Source: an optimization exercise on an open RTL-to-GDS flow (aim: small area, a short achievable clock period and few clock cycles per item). Production flows keep margins and buffers that such runs may drop. The RTL was checked by simulation tests, not by an equivalence proof against the original design. The clock port is modelled as an ideal driver; clocking choices that lean on that would not hold on a real chip. No activity file was given, so power comes from the tool's default toggle rates.

## traj_eval
module traj_eval (
    input             clk,
    input             rst,
    input             in_valid,
    output            in_ready,
    input      [63:0] t,
    input      [63:0] s,
    input      [31:0] dur,
    input      [31:0] p0,
    input      [31:0] c1,
    input      [31:0] c2,
    input      [31:0] c3,
    output reg        out_valid,
    output     [31:0] p_cmd
);
export LEC_CHECK = 0
export CAP_MARGIN = 20
export CORE_MARGIN = 2
export CORE_UTILIZATION = 40
export PLACE_DENSITY = 0.5
export SLEW_MARGIN = 20
export SYNTH_HIERARCHICAL = 1
create_clock -name core_clock -period 14.0 [get_ports {clk}]
standard.sh (not shown) runs the stock make flow with config.mk's settings and CLKGATE_MAP_FILE= SYNTH_SCRIPT=/design/flow/synth_recipe.tcl, a recipe that flattens the netlist after the stock synthesis.
==> flow/flow/run.sh <==
#!/bin/bash
# The standard layout (standard.sh), run unchanged apart from settings
# passed through the environment:
#  - SETUP_SLACK_MARGIN: repair_timing treats every path with less than
#    this many ns of slack as one to improve, so the flow works towards a
#    shorter period than the 14 ns clock without changing the constraints;
#  - BUFFER_PORTS_ARGS: every input and output port still gets its own
#    buffer, a plain buf_2 instead of the delay cell buffer_ports picks;
#  - CTS_ARGS: ORFS's clock_tree_synthesis arguments, with larger sink
#    clusters and without dummy loads (fewer clock buffers).
# Each tool's output stays in ORFS's own log files under orfs/logs.
export SETUP_SLACK_MARGIN=10.1
export BUFFER_PORTS_ARGS="-buffer_cell sky130_fd_sc_hd__buf_2"
export CTS_ARGS="-sink_clustering_enable -repair_clock_nets -dont_use_dummy_load -sink_clustering_size 24"
bash standard.sh > standard.log 2>&1
The first run completed without violations.
Testbench counts at the start, summed over its fixed seeds: cycles 48,136, items 3,200.
Next try:
==> flow/run.sh (new file) <==
#!/bin/bash
# synth_recipe.tcl (not shown) runs the flow's synth.tcl, then flattens the netlist and writes it again
# the make line also repeats each setting of config.mk as NAME=value (left out here)
make -C /OpenROAD-flow-scripts/flow DESIGN_CONFIG=/design/flow/config.mk WORK_HOME=/design/flow/orfs CLKGATE_MAP_FILE= SYNTH_SCRIPT=/design/flow/synth_recipe.tcl finish
- PLACE_DENSITY: 0.5 -> default
removed: flow/flow/run.sh
removed: flow/standard.sh
=> The new run ran to the end with no violations. Wire length fell by 3.9%. Worst setup slack got worse by 0.67 ns. Total power rose by 3.6%. Global-route usage fell by 0.81 points. Sequential power rose by about 2%. Worst hold slack stays flat. Clock power rose by 23%.
Next try:
==> flow/flow/run.sh (new file) <==
#!/bin/bash
# The standard layout (standard.sh), run unchanged apart from settings
# passed through the environment:
#  - SETUP_SLACK_MARGIN: repair_timing treats every path with less than
#    this many ns of slack as one to improve, so the flow works towards a
#    shorter period than the 14 ns clock without changing the constraints;
#  - BUFFER_PORTS_ARGS: every input and output port still gets its own
#    buffer, a plain buf_1 instead of the delay cell buffer_ports picks;
#  - CTS_ARGS: ORFS's clock_tree_synthesis arguments, with larger sink
#    clusters and without dummy loads (fewer clock buffers).
# Each tool's output stays in ORFS's own log files under orfs/logs.
export SETUP_SLACK_MARGIN=10.15
export BUFFER_PORTS_ARGS="-buffer_cell sky130_fd_sc_hd__buf_1"
export CTS_ARGS="-sink_clustering_enable -repair_clock_nets -dont_use_dummy_load -sink_clustering_size 24"
bash standard.sh > standard.log 2>&1
==> flow/standard.sh (new file) <==
#!/bin/bash
# synth_recipe.tcl (not shown) runs the flow's synth.tcl, then flattens the netlist and writes it again
# the make line also repeats each setting of config.mk as NAME=value (left out here)
make -C /OpenROAD-flow-scripts/flow DESIGN_CONFIG=/design/flow/config.mk WORK_HOME=/design/flow/orfs CLKGATE_MAP_FILE= SYNTH_SCRIPT=/design/flow/synth_recipe.tcl "${@:-finish}"
- CORE_UTILIZATION: 40 -> 50
- PLACE_DENSITY: default -> 0.55
removed: flow/run.sh
Synthesized area stays the same.
Core utilization rose by 8.5 points.
Total power is lower by about 1.5%.
Next try:
==> flow/flow/run.sh (replaced) <==
#!/bin/bash
# The standard layout (standard.sh), run unchanged apart from two
# settings passed through the environment:
#  - SETUP_SLACK_MARGIN: repair_timing treats every path with less than
#    this many ns of slack as one to improve, so the flow works towards a
#    shorter period than the 14 ns clock without changing the constraints;
#  - BUFFER_PORTS_ARGS: every input and output port still gets its own
#    buffer, a plain buf_1 instead of the delay cell buffer_ports picks.
# Each tool's output stays in ORFS's own log files under orfs/logs.
export SETUP_SLACK_MARGIN=10.15
export BUFFER_PORTS_ARGS="-buffer_cell sky130_fd_sc_hd__buf_1"
bash standard.sh > standard.log 2>&1
Outcome:
- The new run went through all stages and came out clean
- hold slack stays flat
- clock skew fell by 0.022 ns
- clock power rose by 28%
- global-route usage rose by 0.11 points
- register-to-register slack improved by 0.03 ns
- die area does not change

static timing again, ports no longer ideal:
In the flow no input, the clock included, has a driving cell. The finished layouts below were timed again as built, in two steps. Step 1 (the two cells are an assumption about what drives the block):
set clk [get_ports {clk}]
set_driving_cell -lib_cell sky130_fd_sc_hd__clkbuf_16 $clk
set_driving_cell -lib_cell sky130_fd_sc_hd__buf_2 [delete_from_list [all_inputs] $clk]
Step 2 adds t to the input delays and takes it off the output delays; t is the mean of the earliest and latest rising clock arrival at the registers after step 1. Input paths then give back, and output paths get back, about the clock's delay inside the block. Three values: ideal ports, drivers, drivers and shift; two values: the first two.
run | t (ns) | slack for setup (ns) | hold slack, ns | worst setup path at the end | slew at the worst register clock pin (ns)
the first run | 0.666 | 10.107 / 10.039 / 9.908 | 0.325 / 0.325 / 0.325 | input to register | 0.07 / 0.07
the second run | 0.677 | 9.439 / 9.374 / 9.492 | 0.326 / 0.326 / 0.326 | input to register | 0.06 / 0.06
the third run | 0.641 | 10.098 / 10.031 / 9.916 | 0.324 / 0.324 / 0.324 | input to register | 0.06 / 0.06
the fourth run | 0.677 | 10.098 / 10.031 / 9.905 | 0.325 / 0.325 / 0.325 | input to register | 0.07 / 0.07
After both steps every run listed still meets setup and hold. For the first run, which loses most, drivers alone change the setup slack by -0.068 ns; drivers and shift together by -0.199 ns.
